Background: an optimization exercise with open tools, aiming at small area, a short achievable clock period and few clock cycles. Do not read the settings as production practice. Where RTL was checked, it was by simulation tests only, not by an equivalence proof against the original.

## gz_cmac
module gz_cmac (
    input  wire         clk,
    input  wire         rst,         
    input  wire         start,       
    input  wire [127:0] key,         
    output wire         idle,
    input  wire         in_valid,
    output wire         in_ready,
    input  wire [127:0] in_data,     
    input  wire         in_last,
    input  wire [4:0]   in_bytes,    
    output reg          tag_valid,
    output wire [127:0] tag
);
    localparam [2:0] S_IDLE  = 3'd0,     
                     S_KEY   = 3'd1,     
                     S_SUBK  = 3'd2,     
                     S_LOAD  = 3'd3,     
                     S_WAITF = 3'd4,     
                     S_WAITC = 3'd5,     
                     S_ENC   = 3'd6;     
    reg [2:0]   state;
    reg [127:0] ckey;        
    reg [127:0] subl;        
    reg         lval;
    reg [127:0] st;          
    reg [127:0] rk;          
    reg [3:0]   rnd;         
    reg         last_q;      
    reg         rdy;         
    reg         ks_new;      
    wire r10     = (rnd == 4'd10);
    wire rounds  = (state == S_SUBK) || (state == S_ENC);
    wire s_key   = (state == S_KEY);
    wire s_waitc = (state == S_WAITC);
    assign idle     = (state == S_IDLE);
    assign in_ready = rdy;
    wire take = in_valid && rdy;
    wire [127:0] k1 = {subl[126:0], 1'b0} ^ (subl[127] ? 128'h87 : 128'h0);
    wire [127:0] k2 = {k1[126:0], 1'b0} ^ (k1[127] ? 128'h87 : 128'h0);
    reg [127:0] pad_mask;    
  ...
export LEC_CHECK = 0
export CAP_MARGIN = 20
export CORE_MARGIN = 2
export CORE_UTILIZATION = 45
export PLACE_DENSITY = 0.65
export SETUP_SLACK_MARGIN = 4
export SLEW_MARGIN = 20
create_clock -name core_clock -period 10.0 [get_ports {clk}]
standard.sh (not shown) runs the stock make flow with config.mk's settings and CLKGATE_MAP_FILE= SYNTH_SCRIPT=/design/flow/synth_recipe.tcl, a recipe that flattens the netlist after the stock synthesis.
==> flow/flow/run.sh <==
#!/bin/bash
# Own flow: the standard layout (standard.sh), except that synthesis maps
# the logic with an area-oriented ABC script (flow/abc_map.script) instead of
# ORFS's delay script, which restructures the XOR networks of the S-boxes
# into much larger logic. Everything else, registers included, is the
# standard synthesis; placement, CTS and routing are standard.sh's, with
# plain buffers on the ports.
set -euo pipefail
W=$PWD
ABC_SCRIPT=$W/flow/abc_map.script
cat > $W/own_synth.tcl <<EOS
proc abc {args} {
  set i [lsearch \$args -script]
  if {\$i >= 0} { lset args [expr {\$i + 1}] $ABC_SCRIPT }
  foreach c {xor3_1 xor3_2 xor3_4 xnor3_1 xnor3_2 xnor3_4} {
    lappend args -dont_use sky130_fd_sc_hd__\$c
  }
  yosys abc {*}\$args
}
source $W/synth_recipe.tcl
EOS
sed "s|$W/synth_recipe.tcl|$W/own_synth.tcl|g" $W/standard.sh > $W/own_standard.sh
grep -q own_synth.tcl $W/own_standard.sh
bash $W/own_standard.sh synth > $W/synth.log 2>&1
# The ports' buffers are the platform's plain buf_1 instead of the buffer
# buffer_ports picks on its own (clkdlybuf4s50_1, a slow delay cell).
bash $W/own_standard.sh "BUFFER_PORTS_ARGS=-buffer_cell sky130_fd_sc_hd__buf_1" finish > $W/layout.log 2>&1
==> flow/flow/abc_map.script <==
&get -n
&st
&dch -f
&nf -R 1000
&put
The first run went through all stages and came out clean.
Testbench counts at the start, summed over its fixed seeds: cycles 27,258.
==> next run, changes <==
--- a/flow/flow/run.sh
+++ b/flow/flow/run.sh
@@ -4,3 +4,4 @@
 # ORFS's delay script, which restructures the XOR networks of the S-boxes
-# into much larger logic. Everything else, registers included, is the
+# into much larger logic; 3-input XOR cells are left out of the mapping
+# (two 2-input ones are smaller). Everything else, registers included, is the
 # standard synthesis; placement, CTS and routing are standard.sh's, with
--- a/flow/config.mk
+++ b/flow/config.mk
@@ -10,3 +10,4 @@
 export CORE_UTILIZATION = 45
-export PLACE_DENSITY = 0.65
+export GPL_TIMING_DRIVEN = 0
+export PLACE_DENSITY = 0.6
 export SETUP_SLACK_MARGIN = 4
The new run ran to the end with no violations.
Die area stays the same.
Worst hold slack degrades by 3.8 ps.
Register-to-register slack degrades by 120 ps.
==> next run, changes <==
--- a/flow/config.mk
+++ b/flow/config.mk
@@ -10,3 +10,3 @@
 export CORE_UTILIZATION = 45
-export GPL_TIMING_DRIVEN = 0
+export GPL_ROUTABILITY_DRIVEN = 0
 export PLACE_DENSITY = 0.6
What happened:
- The changed run completed without violations
- die area does not change
- area after synthesis stays the same
- design area falls by a few percent
- first-iteration DRC count rose by a little under a tenth
- sequential cell count does not change
==> next run, changes <==
--- a/flow/config.mk
+++ b/flow/config.mk
@@ -9,4 +9,3 @@
 export CORE_MARGIN = 2
-export CORE_UTILIZATION = 45
-export GPL_ROUTABILITY_DRIVEN = 0
+export CORE_UTILIZATION = 50
 export PLACE_DENSITY = 0.6
Clock skew rises by 9.1 ps.
Synthesized cell count stays the same.
Register-to-register slack hardly moves.
Sequential cell count does not change.
Maximum frequency hardly moves.
Clock-buffer cell count falls by 8.
Sequential share of layout area stays flat.
Final cell count falls by 1.8%.
Wire length falls by 0.57%.

========
Another version of the RTL of gz_cmac (not shown whole).
Size: about 6000 cells after synthesis, roughly 520 flip-flops, about 54000 um^2 of cells after synthesis.
export LEC_CHECK = 0
export CAP_MARGIN = 20
export CORE_MARGIN = 2
export CORE_UTILIZATION = 40
export CTS_BUF_LIST = sky130_fd_sc_hd__clkbuf_4 sky130_fd_sc_hd__clkbuf_8
export CTS_CLUSTER_SIZE = 20
export PLACE_DENSITY = 0.55
export SETUP_SLACK_MARGIN = 4
export SLEW_MARGIN = 20
create_clock -name core_clock -period 10.0 [get_ports {clk}]
==> flow/flow/run.sh <==
#!/bin/bash
# Own flow: the standard layout (standard.sh), except that synthesis maps
# the logic with an area-oriented ABC script (flow/abc_map.script) instead of
# ORFS's delay script, which restructures the XOR networks of the S-boxes
# into much larger logic. Everything else, registers included, is the
# standard synthesis; placement, CTS and routing are standard.sh's, with
# plain buffers on the ports.
set -euo pipefail
W=$PWD
ABC_SCRIPT=$W/flow/abc_map.script
cat > $W/own_synth.tcl <<EOS
proc abc {args} {
  set i [lsearch \$args -script]
  if {\$i >= 0} { lset args [expr {\$i + 1}] $ABC_SCRIPT }
  foreach c {xor3_1 xor3_2 xor3_4 xnor3_1 xnor3_2 xnor3_4} {
    lappend args -dont_use sky130_fd_sc_hd__\$c
  }
  yosys abc {*}\$args
}
source $W/synth_recipe.tcl
EOS
sed "s|$W/synth_recipe.tcl|$W/own_synth.tcl|g" $W/standard.sh > $W/own_standard.sh
grep -q own_synth.tcl $W/own_standard.sh
bash $W/own_standard.sh synth > $W/synth.log 2>&1
# The ports' buffers are the platform's plain buf_1 instead of the buffer
# buffer_ports picks on its own (clkdlybuf4s50_1, a slow delay cell).
bash $W/own_standard.sh "BUFFER_PORTS_ARGS=-buffer_cell sky130_fd_sc_hd__buf_1" finish > $W/layout.log 2>&1
Scripts as last shown in full above: flow/flow/abc_map.script
The first run completed with no timing, DRC or antenna violations.
Rerun with:
--- a/flow/config.mk
+++ b/flow/config.mk
@@ -9,6 +9,4 @@
 export CORE_MARGIN = 2
 export CORE_UTILIZATION = 40
-export CTS_BUF_LIST = sky130_fd_sc_hd__clkbuf_4 sky130_fd_sc_hd__clkbuf_8
-export CTS_CLUSTER_SIZE = 20
 export PLACE_DENSITY = 0.55
 export SETUP_SLACK_MARGIN = 4
Wire length went down by about 0.5%.
Design area stays flat.
Utilization barely changes.
Non-clock buffer count went down by 17.
Maximum frequency went down by about 0.34%.
Die area is unchanged.
Setup slack loses 0.020 ns.
Sequential share of layout area hardly moves.
Rerun with:
==> flow/flow/abc_map.script (replaced) <==
&get -n
&st
&dch
&nf
&put
Effect:
- The changed run finished with timing, DRC and antenna clean
- setup slack gains 0.0036 ns
- global-route usage grows by 1.5 points
- first-iteration DRC count grows by 15%
- flip-flop and latch count is unchanged
- count of clock-buffer cells in the layout does not change
- worst hold slack loses 0.035 ns
- sequential share of layout area shrinks by 1.2 points
- routed wire length grows by 9.8%
Function was not checked in any run of this note: the RTL went through the layout flow alone.

afterwards: timing with drivers on the ports:
Ports are ideal in the flow. The routed layouts listed here were re-timed in OpenROAD.
Step 1: set_driving_cell puts a clkbuf_16 on clk and a buf_2 on each other input, an assumption about the parent block.
Step 2 adds t to the input delays and takes it off the output delays; t is the mean of the earliest and latest rising clock arrival at the registers after step 1. Input paths then give back, and output paths get back, about the clock's delay inside the block.
Slacks: ideal ports / drivers / drivers and shift; pairs: ideal ports / drivers.
run	t (ns)	slack for setup (ns)	worst hold slack (ns)
the first run of note 1	0.718	4.169 / 4.169 / 3.944	0.479 / 0.479 / 0.479
the second run of note 1	0.715	4.054 / 4.054 / 3.718	0.476 / 0.476 / 0.476
the third run of note 1	0.714	4.060 / 4.060 / 3.951	0.478 / 0.478 / 0.478
the fourth run of note 1	0.718	4.067 / 4.067 / 3.578	0.471 / 0.471 / 0.471
the first run of note 2	0.898	4.106 / 4.106 / 3.830	0.516 / 0.516 / 0.516
the second run of note 2	0.713	4.086 / 4.086 / 3.799	0.514 / 0.514 / 0.514
the third run of note 2	0.749	4.089 / 4.089 / 3.770	0.478 / 0.478 / 0.478
After both steps every run listed still meets setup and hold. The setup slack of the fourth run of note 1, which loses most, moves by 0.000 ns with the drivers and by -0.489 ns with both steps.
